Context: an optimization exercise on an open-source flow, tuned for small area and few clock cycles per item. The choices shown serve that exercise and are no tape-out recipe. Function was checked by simulation only, so behaviour that the tests miss may differ from the original.

<file path="design.v">
module krc_coder (
    input             clk,
    input             rst,           
    input             in_valid,
    output            in_ready,
    input             in_first,      
    input             in_last,       
    input             in_nb,         
    input      [1:0]  in_qsel,       
    input      [15:0] in_kinit,      
    input      [1:0]  in_col,
    input      [15:0] in_v,
    input      [15:0] in_p,
    input      [17:0] in_g,
    output reg        rec_valid,
    output reg [15:0] rec_data,
    output            out_valid,
    output     [31:0] out_data,
    output     [2:0]  out_nbytes,
    output            out_last
);
    localparam BUFW = 72;            
    reg        nb_r;
    reg [1:0]  qsel_r;
    reg [15:0] kinit_r;
    reg [5:0]  ctx_n [0:63];
    reg [21:0] ctx_a [0:63];         
    reg [63:0] ctx_ok;               
    reg [BUFW-1:0] bbuf;             
    reg [6:0]      nbits;
    reg            flush;            
    wire emit_full = flush ? (nbits > 7'd32) : (nbits >= 7'd32);
    wire emit_last = flush && (nbits <= 7'd32);
    wire emit      = emit_full || emit_last;
    assign out_valid  = emit;
    assign out_data   = bbuf[BUFW-1 -: 32];
    assign out_nbytes = emit_last ? ((nbits[5:0] + 6'd7) >> 3) : 3'd4;
    assign out_last   = emit_last;
    assign in_ready = !flush && (nbits < 7'd64);
    wire take = in_valid && in_ready;
    wire        nb    = in_first ? in_nb    : nb_r;
    wire [1:0]  qsel  = in_first ? in_qsel  : qsel_r;
    wire [15:0] kinit = in_first ? in_kinit : kinit_r;
    wire [16:0] e17 = {1'b0, in_v} - {1'b0, in_p};       
    wire        s   = e17[16];                           
    wire        s_ll = e17[15];
    wire [16:0] m_ll = {1'b0, e17[14:0] ^ {15{s_ll}}, s_ll};
    wire [2:0]  q   = {1'b0, qsel} + 3'd2;
    wire [16:0] ex  = e17 ^ {17{s}};
    wire [16:0] dvd = ex + {15'd0, qsel[1] | s, ~(qsel[1] ^ s)} ;    
    reg  [16:0] qa;
    reg  [2:0]  rem;
    reg  [3:0]  t;
    integer j;
    always @(*) begin
        rem = 3'd0;
        for (j = 16; j >= 0; j = j - 1) begin
            t = {rem, dvd[j]};
            qa[j] = (t >= {1'b0, q});
            rem = qa[j] ? (t[2:0] - q) : t[2:0];
        end
    end
    wire        qnz  = |qa;
    wire [16:0] m_nb = (s && qnz) ? {qa[15:0] - 16'd1, 1'b1} : {qa[15:0], 1'b0};
    wire [2:0]  h    = {1'b0, qsel[1], ~qsel[1]};
    wire [3:0]  d    = s ? ({1'b0, rem} - {1'b0, h}) : ({1'b0, h} - {1'b0, rem});
    wire [17:0] r18  = {2'b00, in_v} + {{14{d[3]}}, d};
    wire [15:0] rec_nb = r18[17] ? 16'd0 : r18[16] ? 16'hffff : r18[15:0];
    wire [16:0] m = nb ? m_nb : m_ll;
    reg [3:0] cls;
    always @(*) begin
        cls = 4'd0;
        if (in_g >= 18'd2)   cls = cls + 4'd1;
        if (in_g >= 18'd4)   cls = cls + 4'd1;
        if (in_g >= 18'd6)   cls = cls + 4'd1;
        if (in_g >= 18'd8)   cls = cls + 4'd1;
        if (in_g >= 18'd12)  cls = cls + 4'd1;
        if (in_g >= 18'd16)  cls = cls + 4'd1;
        if (in_g >= 18'd24)  cls = cls + 4'd1;
        if (in_g >= 18'd32)  cls = cls + 4'd1;
        if (in_g >= 18'd48)  cls = cls + 4'd1;
        if (in_g >= 18'd64)  cls = cls + 4'd1;
        if (in_g >= 18'd96)  cls = cls + 4'd1;
        if (in_g >= 18'd128) cls = cls + 4'd1;
        if (in_g >= 18'd192) cls = cls + 4'd1;
        if (in_g >= 18'd256) cls = cls + 4'd1;
        if (in_g >= 18'd512) cls = cls + 4'd1;
    end
    wire [5:0]  ctx     = {in_col, cls};
    wire [3:0]  kin_col = kinit[4*in_col +: 4];
    wire        ok      = ctx_ok[ctx] && !in_first;
    wire [5:0]  cur_n   = ok ? ctx_n[ctx] : 6'd1;
    wire [21:0] cur_a   = ok ? ctx_a[ctx] : (22'd1 << kin_col);
    reg [4:0] k;
    integer i;
    always @(*) begin
        k = 5'd0;
        for (i = 0; i < 16; i = i + 1)
            if (({16'd0, cur_n} << i) < cur_a)
                k = k + 5'd1;
    end
    wire [22:0] sum_a = {1'b0, cur_a} + {6'd0, m};
    wire        halve = (cur_n == 6'd63);
    wire [5:0]  new_n = halve ? 6'd32 : cur_n + 6'd1;
    wire [21:0] new_a = halve ? sum_a[22:1] + {21'd0, sum_a[0]} : sum_a[21:0];
    wire [33:0] fun  = {m, 17'd0} >> k;          
    wire [16:0] u    = fun[33:17];
    wire        esc  = (u[16:5] != 12'd0) || (u[4:3] == 2'b11);
    wire [5:0]  clen = esc ? 6'd41 : ({1'b0, u[4:0]} + 6'd1 + {1'b0, k});
    wire [16:0] tail = esc ? m : {1'b1, fun[16:1]};           
    wire [5:0]  tpos = esc ? 6'd24 : {1'b0, u[4:0]};          
    wire [6:0]      nb_sh  = emit_last ? 7'd0 : emit_full ? (nbits - 7'd32) : nbits;    
    wire [BUFW-1:0] buf_sh = emit ? {bbuf[BUFW-33:0], 32'd0} : bbuf;
    wire [5:0]      pos    = nb_sh[5:0] + tpos;
    wire [BUFW-1:0] ins    = {tail, {(BUFW-17){1'b0}}} >> pos;
    always @(posedge clk) begin
        if (rst) begin
            bbuf      <= {BUFW{1'b0}};
            nbits     <= 7'd0;
            flush     <= 1'b0;
            rec_valid <= 1'b0;
        end else begin
            if (emit_last)
                flush <= 1'b0;
            rec_valid <= take;
            if (take) begin
                bbuf  <= buf_sh | ins;
                nbits <= nb_sh + {1'b0, clen};
                flush <= in_last;
            end else begin
                bbuf  <= buf_sh;
                nbits <= nb_sh;
            end
        end
    end
    always @(posedge clk) begin
        rec_data <= nb ? rec_nb : in_v;
        if (take && in_first) begin
            nb_r    <= in_nb;
            qsel_r  <= in_qsel;
            kinit_r <= in_kinit;
        end
    end
    integer c;
    always @(posedge clk) begin
        if (take) begin
            for (c = 0; c < 64; c = c + 1) begin
                if (c[5:0] == ctx) begin
                    ctx_n[c]  <= new_n;
                    ctx_a[c]  <= new_a;
                    ctx_ok[c] <= 1'b1;
                end else if (in_first) begin
                    ctx_ok[c] <= 1'b0;
                end
            end
        end
    end
endmodule
</file>
<file path="run.sh">
#!/bin/bash
# synth_recipe.tcl (not shown) runs the flow's synth.tcl, then flattens the netlist and writes it again
# the make line also repeats each setting of config.mk as NAME=value (left out here)
make -C /OpenROAD-flow-scripts/flow DESIGN_CONFIG=/design/flow/config.mk WORK_HOME=/design/flow/orfs CLKGATE_MAP_FILE= SYNTH_SCRIPT=/design/flow/synth_recipe.tcl finish
</file>
<file path="config.mk">
export PLATFORM = sky130hd
export DESIGN_NAME = krc_coder
export DESIGN_NICKNAME = krc_coder
export VERILOG_FILES = /design/flow/design.v
export SDC_FILE = /design/flow/constraint.sdc
export NUM_CORES = 4
export LEC_CHECK = 0
export ABC_AREA = 1
export CAP_MARGIN = 20
export CORE_MARGIN = 2
export CORE_UTILIZATION = 60
export PLACE_DENSITY = 0.7
export SLEW_MARGIN = 20
</file>
<file path="constraint.sdc">
create_clock -name core_clock -period 60.0 [get_ports {clk}]
set_input_delay 12.0000 -clock core_clock [delete_from_list [all_inputs] [get_ports {clk}]]
set_output_delay 12.0000 -clock core_clock [all_outputs]
set_load 0.01 [all_outputs]
</file>
==> flow_metrics.tcl <==
set metrics [dict create \
    design_area_um2 107000 \
    first_global_vias 68820 \
    count_of_flip_flops_with_a_built_in_enable_after_synthesis 1875 \
    place_hpwl_mm 209 \
    wl_per_cell_um 29.2 \
    slew_viol_final 0 \
    root_buffer_cell "sky130_fd_sc_hd__clkbuf_16" \
    postSynthNetCount 9755 \
    die_area_um2 164000 \
    critical_path.reg2reg.endpoint "bbuf[30]" \
    hold-path-endpoint "bbuf[24]" \
    vias 74235 \
    overflow 0 \
    synth_warnings 3 \
    ys_seq_elements 1972 \
    remaining_drc_errors 0 \
    clock-sinks 1972 \
    die_width_um 405 \
    holdWs_ns 0.455 \
    syn-cell-area_um2 96400 \
    grt_util_all_layers 0.421 \
    timing.critical_path.required_ns 60.75 \
    ratio_of_final_minimum_period_to_clock_period 0.707 \
    top_signal_layer_used "met5" \
    drt.antenna.violating_nets 0 \
    placement.cell_area_um2 101000 \
    worst_hold_path_type "register to register" \
    yosys.cell_types.count 81 \
    maxSlewHeadroom 0.224 \
    drv.max_cap_violation_count 0 \
    report.final.setup_viol 0 \
    synth_async_sr_flop_share 0 \
    cts.path.max_buffers 3 \
    status "timing/DRC/antenna clean" \
    portion_of_the_post_synthesis_area_used_by_sequential_elements 0.604 \
    grt_start_max_net_pins 86 \
    unrepaired_setup_endpoints_after_global_routing "no" \
    globalplace.congestion 0.969 \
    clock_skew_ns 0.0824 \
    syn_to_final_growth_pct 11.1 \
    postCtsResizedCells 0 \
    cell_mode_on_critical_path "sky130_fd_sc_hd__inv_1" \
    place_worst_setup_slack_ns 16.93 \
    tritoncts_clock_tree "done" \
    worst_skew_pair.late_latency_ns 0.88 \
    cell_with_the_most_instances_after_synthesis "sky130_fd_sc_hd__edfxtp_1" \
    critical_path.max_stage_delay_ns 0.81 \
    hold_fix_buffers_at_cts 0 \
    worstHoldStart "bbuf[24]" \
    fin_crit_ns 42.40 \
    synth_ff_type "sky130_fd_sc_hd__edfxtp_1" \
    drt_iter0_drcs 11102 \
    io-pin-count 131 \
    critical-path-slowest-cell "sky130_fd_sc_hd__clkdlybuf4s50_1" \
    firstDrtPassIters 6 \
    achievable-frequency_ghz 0.0236 \
    antenna_found_initial 28 \
    timing.setup.tns_ns 0 \
    min_delay_path_depth 2 \
    worstSetupEndpointType "register" \
    global_route_wire_length_before_repair_mm 483 \
    timing_worst_slew_pin_value_ns 1.15 \
    layout-drive-gt1-share 0.112 \
    setup.reg_to_reg.worst_slack_ns 30.10 \
    synthTopCellsByArea "sky130_fd_sc_hd__edfxtp_1, sky130_fd_sc_hd__nand2_1, sky130_fd_sc_hd__nor2_1" \
    largest_area_contributor_in_the_netlist "sky130_fd_sc_hd__edfxtp_1" \
    critical_path_class "primary input to register" \
    portBuffers 129 \
    worst_setup_hold_path_clk_slew_ns 0.06 \
    avgViaCountPerCell 6.24 \
    finalHoldViolCount 0 \
    start_kind "primary input" \
    worstRegToRegCells 160 \
    core_area_um2 160000 \
    met3_length_mm 54.5 \
    postRouteWirelength_mm 347 \
    cp.arrival_ns 43.15 \
    start_util 0.602 \
    detailroute.wirelength.met2_mm 149 \
    final_nets 9986 \
    path_max_fanout 85 \
    timing.rr.start "qsel_r[1]" \
    fp-row-count 147 \
    post-cts-setup-buffers 0 \
    yosys-top-cells-count "sky130_fd_sc_hd__edfxtp_1, sky130_fd_sc_hd__nand2_1, sky130_fd_sc_hd__nor2_1, sky130_fd_sc_hd__inv_1, sky130_fd_sc_hd__nand3_1" \
    synth.avg_cell_area_um2 10.2 \
    synthDominantCellAreaShare 0.584 \
    ctsHtreeMaxLevel 4 \
    die_h_um 405 \
    layout_setup_ws_ns 17.60 \
    cts-buffers-inserted 196 \
    met1Wirelength_mm 116 \
    post_synth_inst_count 9407 \
]
==> worst max-delay path, delay by kind of cell <==
family | cells | cell delay [ns]
AO/OA/AOI/OAI | 35 | 7.25
XOR/XNOR | 2 | 0.31
adder cells (fa/ha/maj) | 22 | 7.43
buffers and inverters | 39 | 5.69
AND/OR/NAND/NOR | 65 | 10.40
==> sequential cells by signal, summed over array words and instances, names as in the netlist <==
| register | cells |
|---|---|
| bbuf | 72 |
| ctx_n | 384 |
| nb_r | 1 |
| rec_data | 16 |
| ctx_ok | 64 |
| kinit_r | 16 |
| nbits | 7 |
| rec_valid | 1 |
| qsel_r | 2 |
| ctx_a | 1408 |
| flush | 1 |
==> final cells by class <==
type | instances | area (µm²)
sequential | 1972 | 58200
fill | 12084 | 52900
multi-input combinational | 5821 | 31900
clock buffer | 241 | 5180
inverter | 1291 | 4870
timing repair buffer | 356 | 3020
tap | 2086 | 2610
clock inverter | 110 | 1200
antenna | 26 | 65.1
==> metrics by stage <==
stage | utilization | std cells
finish | 0.669 | 11903
CTS | 0.668 | 11876
global placement | 0.629 | 11525
detailed placement | 0.629 | 11525
global route | 0.669 | 11878
floorplan | - | 9407
==> cells in the final DEF (no fill, tap or decap), types with 19 or more instances in the layout <==
cell type and instances:
sky130_fd_sc_hd__nand4_1 186, sky130_fd_sc_hd__clkbuf_16 200, sky130_fd_sc_hd__nor2_2 28, sky130_fd_sc_hd__nand3b_1 42
sky130_fd_sc_hd__buf_4 226, sky130_fd_sc_hd__nor2_4 78, sky130_fd_sc_hd__o21ai_0 147, sky130_fd_sc_hd__ha_1 247
sky130_fd_sc_hd__nand3_2 87, sky130_fd_sc_hd__a31oi_1 19, sky130_fd_sc_hd__a22oi_1 253, sky130_fd_sc_hd__nand2_1 1700
sky130_fd_sc_hd__fa_1 25, sky130_fd_sc_hd__clkdlybuf4s50_1 129, sky130_fd_sc_hd__dfxtp_1 97, sky130_fd_sc_hd__nor3_1 50
sky130_fd_sc_hd__inv_2 104, sky130_fd_sc_hd__bufinv_16 19, sky130_fd_sc_hd__clkbuf_1 39, sky130_fd_sc_hd__nand2_4 31
sky130_fd_sc_hd__nor2_1 1446, sky130_fd_sc_hd__inv_1 1173, sky130_fd_sc_hd__nand4_2 40, sky130_fd_sc_hd__xnor2_1 37
sky130_fd_sc_hd__nor4_1 19, sky130_fd_sc_hd__diode_2 26, sky130_fd_sc_hd__clkinv_2 27, sky130_fd_sc_hd__a21oi_1 314
sky130_fd_sc_hd__edfxtp_1 1875, sky130_fd_sc_hd__o21ai_1 53, sky130_fd_sc_hd__xor2_1 75, sky130_fd_sc_hd__nand2_2 114
sky130_fd_sc_hd__nand3_1 602, sky130_fd_sc_hd__clkinv_1 50
==> worst max-delay path by stage <==
stage / start / slack, ns / endpoint / depth (start not counted)
6_report: in_first / 17.60 / bbuf[30] / 163
5_1_grt: in_first / 14.62 / bbuf[30] / 164
4_1_cts: in_first / 17.69 / bbuf[32] / 163
3_5_place_dp: in_first / 16.93 / bbuf[32] / 163
3_3_place_gp: in_first / 17.34 / bbuf[35] / 162
2_1_floorplan: in_first / 20.42 / ctx_a[0][20] / 150
==> per-layer routing <==
layer / vias up / track usage
li1: 32194 / -
met1: 34785 / 0.514
met2: 5756 / 0.633
met3: 1472 / 0.156
met4: 28 / 0.263
met5: - / 0.00743
==> cells by family (layout without fill, tap and decap cells) <==
group | after synthesis | after routing | share of synthesized area
muxes | 12 | 12 | 0.00125
buffers and inverters | 1614 | 1998 | 0.0740
AOI/OAI and AO/OA | 917 | 917 | 0.0585
and+or+nand+nor | 4502 | 4502 | 0.214
xor gates and xnor gates | 118 | 118 | 0.0110
adders and majority gates | 272 | 272 | 0.0372
DFF | 1972 | 1972 | 0.604
other | 0 | 26 | 0
Testbench counts, summed over its fixed seeds: cycles 139,408, items 139,264.

afterwards: timing with drivers on the ports:
Ports are ideal in the flow. The routed layout listed here was re-timed in OpenROAD. Step 1 assumes that a clkbuf_16 drives the clock port and a buf_2 every other input. Step 2, shift: input delay + t, output delay - t, t = (earliest + latest rising clock arrival at the registers) / 2. This alone moves slack from input paths to output paths. a / b / c = ideal / step 1 / step 2; a / b = the first two.
t, ns: 0.920
setup slack, ns: 17.599 / 17.664 / 16.743
hold WS [ns]: 0.455 / 0.455 / 0.455
latest minus earliest clock arrival (ns): 0.084 / 0.085
After both steps setup and hold are still met in this run. The setup slack of this run moves by +0.065 ns with the drivers and by -0.856 ns with both steps.
